Context: an optimization exercise on an open-source flow, tuned for small area and a short achievable clock period. The choices shown serve that exercise and are no tape-out recipe. No functional check of the RTL was part of any run shown here. Power is estimated from default activity; no workload was simulated.

<file path="flow/design.v">
module sett_blkchk (
    input  wire         clk,
    input  wire         rst,           
    input  wire         in_valid,
    input  wire         in_write,      
    input  wire [2:0]   in_idx,
    input  wire [73:0]  in_wword,
    input  wire [591:0] in_block,      
    input  wire [7:0]   in_rowchk,
    input  wire [73:0]  in_colchk,
    output reg          out_valid,
    output reg  [73:0]  out_word,      
    output reg  [591:0] out_block,     
    output reg  [7:0]   out_rowchk,    
    output reg  [73:0]  out_colchk,
    output reg          out_corr,      
    output reg          out_chkfix,    
    output reg          out_uncorr,    
    output reg  [2:0]   out_err_word,  
    output reg  [6:0]   out_err_bit    
);
    localparam W  = 74;    
    localparam NW = 8;     
    localparam POISON = 73;
    integer i, c;
    reg [7:0]  row_par;     
    reg [73:0] col_par;     
    reg [7:0]  row_fail;
    reg [73:0] col_fail;
    always @* begin
        for (i = 0; i < NW; i = i + 1) begin
            row_par[i]  = ^in_block[W*i +: W];
            row_fail[i] = row_par[i] ^ in_rowchk[i];
        end
        for (c = 0; c < W; c = c + 1) begin
            col_par[c] = 1'b0;
            for (i = 0; i < NW; i = i + 1)
                col_par[c] = col_par[c] ^ in_block[W*i + c];
            col_fail[c] = col_par[c] ^ in_colchk[c];
        end
    end
    reg row_any, row_many, col_any, col_many;
    always @* begin
        row_any = 1'b0; row_many = 1'b0;
        for (i = 0; i < NW; i = i + 1) begin
            row_many = row_many | (row_any & row_fail[i]);
            row_any  = row_any | row_fail[i];
        end
        col_any = 1'b0; col_many = 1'b0;
        for (c = 0; c < W; c = c + 1) begin
            col_many = col_many | (col_any & col_fail[c]);
            col_any  = col_any | col_fail[c];
        end
    end
    wire row_one  = row_any & ~row_many;
    wire col_one  = col_any & ~col_many;
    wire do_corr   = row_one & col_one;
    wire do_chkfix = (row_one & ~col_any) | (~row_any & col_one);
    wire do_uncorr = row_many | col_many;
    wire [7:0]  row_flip = {NW{do_corr}} & row_fail;
    wire [73:0] col_flip = {W{do_corr}} & col_fail;
    wire [7:0]  poison   = {NW{do_uncorr}} & (row_fail | {NW{~row_any}});
    reg [73:0] idx_word;    
    reg [73:0] fix_word;    
    reg [7:0]  fix_row;     
    reg [73:0] fix_col;     
    reg        wpar;
    reg [7:0]  new_row;
    reg [73:0] new_col;
    reg        pz_col;
    always @* begin
        idx_word = in_block[W*in_idx +: W];
        fix_word = idx_word ^ ({W{row_flip[in_idx]}} & col_flip);
        fix_word[POISON] = fix_word[POISON] | poison[in_idx];
        pz_col = 1'b0;
        for (i = 0; i < NW; i = i + 1) begin
            fix_row[i] = row_par[i] ^ row_flip[i]
                       ^ (poison[i] & ~in_block[W*i + POISON]);
            pz_col = pz_col ^ (poison[i] & ~in_block[W*i + POISON]);
        end
        fix_col = col_par ^ col_flip;
        fix_col[POISON] = fix_col[POISON] ^ pz_col;
        wpar = ^in_wword;
        for (i = 0; i < NW; i = i + 1)
            new_row[i] = (in_write && in_idx == i) ? wpar : fix_row[i];
        new_col = fix_col ^ ({W{in_write}} & (fix_word ^ in_wword));
    end
    reg [2:0] loc_word;
    reg [6:0] loc_bit;
    always @* begin
        loc_word = 3'd0;
        for (i = 0; i < NW; i = i + 1)
            if (row_fail[i]) loc_word = i[2:0];
        loc_bit = 7'd0;
        for (c = 0; c < W; c = c + 1)
            if (col_fail[c]) loc_bit = c[6:0];
    end
    reg [591:0] new_block;
    always @* begin
        for (i = 0; i < NW; i = i + 1) begin
            for (c = 0; c < W; c = c + 1)
                new_block[W*i + c] = in_block[W*i + c] ^ (row_flip[i] & col_flip[c]);
            if (poison[i])
                new_block[W*i + POISON] = 1'b1;
            if (in_write && in_idx == i)
                new_block[W*i +: W] = in_wword;
        end
    end
    always @(posedge clk) begin
        if (rst)
            out_valid <= 1'b0;
        else
            out_valid <= in_valid;
        out_word     <= in_write ? in_wword : fix_word;
        out_block    <= new_block;
        out_rowchk   <= new_row;
        out_colchk   <= new_col;
        out_corr     <= do_corr;
        out_chkfix   <= do_chkfix;
        out_uncorr   <= do_uncorr;
        out_err_word <= loc_word;
        out_err_bit  <= loc_bit;
    end
endmodule
</file>
<file path="flow/run.sh">
#!/bin/bash
# synth_recipe.tcl (not shown) runs the flow's synth.tcl, then flattens the netlist and writes it again
# the make line also repeats each setting of config.mk as NAME=value (left out here)
make -C /OpenROAD-flow-scripts/flow DESIGN_CONFIG=/design/flow/config.mk WORK_HOME=/design/flow/orfs CLKGATE_MAP_FILE= SYNTH_SCRIPT=/design/flow/synth_recipe.tcl finish
</file>
<file path="flow/config.mk">
export PLATFORM = sky130hd
export DESIGN_NAME = sett_blkchk
export DESIGN_NICKNAME = sett_blkchk
export VERILOG_FILES = /design/flow/design.v
export SDC_FILE = /design/flow/constraint.sdc
export NUM_CORES = 4
export LEC_CHECK = 0
export CAP_MARGIN = 60
export CORE_MARGIN = 2
export CORE_UTILIZATION = 20
export PLACE_DENSITY = 0.3
export SETUP_SLACK_MARGIN = 5
export SLEW_MARGIN = 60
</file>
<file path="flow/constraint.sdc">
create_clock -name core_clock -period 15.0 [get_ports {clk}]
set_input_delay 3.0000 -clock core_clock [delete_from_list [all_inputs] [get_ports {clk}]]
set_output_delay 3.0000 -clock core_clock [all_outputs]
set_load 0.01 [all_outputs]
</file>
==> impl_metrics.ini, run 1 <==
[status]
status = finished clean

[timing]
max_slew_margin_pct = 55.0
tns_ps = 0
finalMaxSlewViolations = 0
fin_ws_ps = 5380
timing.final.crit_share_pct = 64.1
max_freq_ghz = 0.104
min_period_ps = 9620
rsz0062_at_grt = false
finalHoldViolations = 0
worst_pin_slew_ps = 670
finalSetupViolations = 0

[clock_tree]
cts_tree = built
clk_pin_slew_ps = 60
cts_buffers = 111
htree_levels = 3
cts_resized = 0
clock-root-buffer = clkbuf_16
cts_buffer_depth = 3
cts_setup_buffers = 0
hold_buffers = 0
cts_sinks = 762

[synthesis]
yosysWarnings = 1
yosysSeqAreaShare_pct = 28.6
synth_compound_area_share_pct = 8.53
syn_inst = 6064
yosys.area.top_type = dfxtp_1
synth_common_cells = xnor2_1, nor2_1, dfxtp_1
ys_ff_latch = 762
ys.flop_type = dfxtp_1
avgSynthCellArea_um2 = 8.80
syn_nets = 6819
synthXorXnorAreaFrac_pct = 38.4
synth_top_family_by_area = XOR/XNOR gates
synth_top_area_share_pct = 28.6
synth_edf_count = 0
synth-simple-area-share_pct = 12.5
synthArstFlopShare_pct = 0
yosysMostFrequentCell = xnor2_1
synth_adder_area_share_pct = 0.152
yosys-top-cells-area = dfxtp_1, xnor2_1, xnor3_1, nor2_1, mux4_2
netlist-cell-type-count = 68
netlist_area_mm2 = 0.0534
synth.area.mux_share_pct = 8.63

[critical_path]
crit_chain = clkdlybuf4s50_1, xnor2_1, xnor2_1, xnor3_2, nand4_1, or3_1, maj3_2, or4_1, a221o_1, or4b_4, nor3_4, and3_2, nand2_8, buf_6, buf_4, nor2_1, xnor2_1, a21oi_1
arrival_ps = 10280
end_kind = register
critPathLaunchType = input pin
crit_family = simple AND/OR/NAND/NOR gates
crit_top_cell = xnor2_1
critPathKind = in -> reg
slowest_stage = clkdlybuf4s50_1
critical_path.max_fanout = 31
critPathBufInv = 3
max_stage_delay_ps = 850
critical_path_required_ps = 15660

[floorplanning]
core_mm2 = 0.265
initial_core_util_pct = 20.1
die_h_um = 521
dieArea_mm2 = 0.271
die_x_um = 521
io_pins = 1517
core.rowCount = 189

[drt]
firstDrtPassIters = 5
antenna_left = 0
wirelength_um = 432000
post_drt_wl_per_cell_um = 38.7
drc = 0
num_vias = 50923
drt-vias-per-instance = 4.57
drtIter0Drc = 4022

[finish]
nFillCells = 28028
multiInputGateArea_mm2 = 0.0374
regArea_mm2 = 0.0153
design_area_mm2 = 0.0783
drive_gt1_share_pct = 12.0
area_delta_synth_final_pct = 46.8
nNetsFinal = 8238

[global_route]
overflow = 0
grt_antenna_before_repair = 136
grt_start_max_net_pins = 96
grt_util_all_layers_pct = 30.8
grt_pass1_vias = 50413
grt_pass1_wl_um = 548000

[flow_run]
max_cap_viol_count = 0

[placed_design]
gp_congestion = 0.866
place_area_mm2 = 0.0740
dp_hpwl_um = 350000
numPortBuffers = 1516
pre_cts_slack_ps = 4650

[power]
p_total_mw = 12.3
power_leakage_nw = 28.7
powerDensity_mw_per_mm2 = 157
ir_drop_mv = 0.219

[min_path]
hp-class = in -> reg
==> cell type report <==
| cell class | count | share of cell area (%) |
|---|---|---|
| Antenna cell | 37 | 0.118 |
| Clock buffer | 159 | 4.15 |
| Clock inverter | 50 | 0.973 |
| Inverter | 20 | 0.0959 |
| Multi-Input combinational cell | 4845 | 47.8 |
| Sequential cell | 762 | 19.5 |
| Tap cell | 3533 | 5.64 |
| Timing Repair Buffer | 1743 | 21.8 |
==> layout by cell type, fill, tap and decap left out, types with 20 or more instances in the layout <==
master           Yosys  final
a21oi_1            379    375
buf_2               18    109
buf_4                0    161
buf_6                0     23
clkbuf_1           384     23
clkbuf_16            0    115
clkbuf_8             0     22
clkdlybuf4s50_1      0   1403
clkinv_2             0     22
dfxtp_1            762    762
diode_2              0     37
inv_1               20     20
mux2_2              37     37
mux2i_1             81     81
mux4_2             150    150
nand2_1            502    496
nand3_1             23     21
nand4_1             28     28
nor2_1             983    982
nor2_2              32     32
nor3_1              31     27
o21ai_0            384    372
xnor2_1           1718   1625
xnor2_2              1     91
xnor3_1            173    160
xor2_1             153    144
==> final timing paths <==
| kind | end | slack (ps) | depth (start not counted) | startpoint |
|---|---|---|---|---|
| max | out_block[571]$_DFF_P_ | 5380 | 18 | in_block[123] |
| min | out_block[154]$_DFF_P_ | 2590 | 3 | in_wword[6] |
==> report_power, final <==
part	leakage (nW)	switching, mW	internal [mW]
registers	6.43	0.184	2.32
clock network	1.96	1.19	1.80
logic	20.3	4.23	2.53
==> per-layer routing <==
metal	GRT usage, %	up-vias	wire [µm]
met5	0	-	506
met4	9.18	80	13700
met3	6.95	500	26900
met2	53.8	2145	213000
met1	37.3	25479	178000
li1	-	22719	-
==> state kept, by name, summed over array words and instances (netlist names) <==
register	cells
out_block	592
out_colchk	74
out_word	74
out_rowchk	8
out_err_bit	7
out_err_word	3
out_chkfix	1
out_corr	1
out_uncorr	1
out_valid	1
==> cell families (layout without fill, tap and decap cells) <==
family	Yosys count	count (layout)
AOI/OAI and AO/OA	855	855
other	0	37
adders and majority gates	8	8
buffers and inverters	457	1972
DFF	762	762
xor gates and xnor gates	2052	2052
and+or+nand+nor	1662	1662
muxes	268	268
==> per-stage QoR <==
step / utilization, % / hold WS [ps] / instances
2_1_floorplan: - / 3070 / 6064
3_3_place_gp: 27.5 / 3520 / 10864
3_5_place_dp: 27.9 / 3410 / 10896
4_1_cts: 29.4 / 2550 / 11105
5_1_grt: 29.5 / 2590 / 11131
6_report: 29.5 / 2590 / 11149
==> run 2, diff against run 1 <==
==> flow/flow/run.sh (new file) <==
#!/bin/bash
# Own flow: the standard ORFS layout with a few extra make settings:
# - port buffers use a plain buffer instead of the default delay-buffer cell,
# - CTS does not add dummy loads,
# - timing repair aims for extra setup slack (the SDC is unchanged).
set -euo pipefail
EXTRA="'BUFFER_PORTS_ARGS=-buffer_cell sky130_fd_sc_hd__buf_2' 'CTS_ARGS=-sink_clustering_enable -repair_clock_nets -dont_use_dummy_load' SETUP_SLACK_MARGIN=10"
sed "s|\"\${@:-finish}\"|$EXTRA \"\${@:-finish}\"|" standard.sh > own_standard.sh
grep -n make own_standard.sh > own_standard.cmd
bash own_standard.sh > own_standard.log 2>&1
==> flow/standard.sh (new file) <==
#!/bin/bash
# synth_recipe.tcl (not shown) runs the flow's synth.tcl, then flattens the netlist and writes it again
# the make line also repeats each setting of config.mk as NAME=value (left out here)
make -C /OpenROAD-flow-scripts/flow DESIGN_CONFIG=/design/flow/config.mk WORK_HOME=/design/flow/orfs CLKGATE_MAP_FILE= SYNTH_SCRIPT=/design/flow/synth_recipe.tcl "${@:-finish}"
==> flow/config.mk (replaced) <==
export PLATFORM = sky130hd
export DESIGN_NAME = sett_blkchk
export DESIGN_NICKNAME = sett_blkchk
export VERILOG_FILES = /design/flow/design.v
export SDC_FILE = /design/flow/constraint.sdc
export NUM_CORES = 4
export LEC_CHECK = 0
export ABC_CLOCK_PERIOD_IN_PS = 2500
export CAP_MARGIN = 60
export CORE_MARGIN = 2
export CORE_UTILIZATION = 50
export PLACE_DENSITY = 0.65
export SLEW_MARGIN = 60
removed: flow/run.sh
==> run 2 against run 1 <==
  * The flow now stops in I/O pin placement (3_2_place_iop)
  * Synthesized area unchanged
  * Synthesized cell count is the same
==> impl_metrics.ini, run 2 <==
[synthesis]
syn_inst = 6064
synthArstFlopShare_pct = 0
ys_ff_latch = 762
synth_common_cells = xnor2_1, nor2_1, dfxtp_1
yosys.area.top_type = dfxtp_1
yosysSeqAreaShare_pct = 28.6
avgSynthCellArea_um2 = 8.80
synth_edf_count = 0
netlist_area_mm2 = 0.0534
yosysMostFrequentCell = xnor2_1
ys.flop_type = dfxtp_1
yosys-top-cells-area = dfxtp_1, xnor2_1, xnor3_1, nor2_1, mux4_2
syn_nets = 6819
yosysWarnings = 1
netlist-cell-type-count = 68
synth_top_area_share_pct = 28.6

[status]
lastStage = I/O pin placement (3_2_place_iop)
error = [ERROR PPL-0024] Number of IO pins (1517) exceeds maximum number of available positions (1194). Increase the die perimeter from 1322.78um to 2063.12um.
status = aborted with a tool error

[floorplanning]
initial_core_util_pct = 50.6
die_h_um = 331
die_x_um = 331
core.rowCount = 119
-- run 2: kinds of logic after synthesis --
| family | Yosys count | share of synthesized area (%) |
|---|---|---|
| flops | 762 | 28.6 |
| compound gates | 855 | 8.53 |
| fa+ha+maj | 8 | 0.152 |
| simple gates | 1662 | 12.5 |
| mux | 268 | 8.63 |
| buf+inv | 457 | 3.26 |
| xor+xnor | 2052 | 38.4 |

re-timing with driven ports:
No port has a modelled driver above. Below, the same layout with a new extraction and two added sets of constraints.
Step 1 sets driving cells, clkbuf_16 on the clock port and buf_2 on the other inputs (assumed; they add their load-dependent delay and slew).
Step 2 moves the port delays by t, midway between the first and last clock arrival at a register: inputs arrive t later, outputs are due t later. That takes back most of the time a late clock gives input paths.
a / b / c = ideal / step 1 / step 2; a / b = the first two.
run: run 1
t (ns): 0.882
slack for setup (ns): 5.378 / 5.451 / 4.569
worst setup path at the end: input to register
worst register clock-pin slew, ns: 0.07 / 0.07
After both steps run 1 still meets setup and hold. The setup slack of run 1 moves by +0.073 ns with the drivers and by -0.809 ns with both steps.
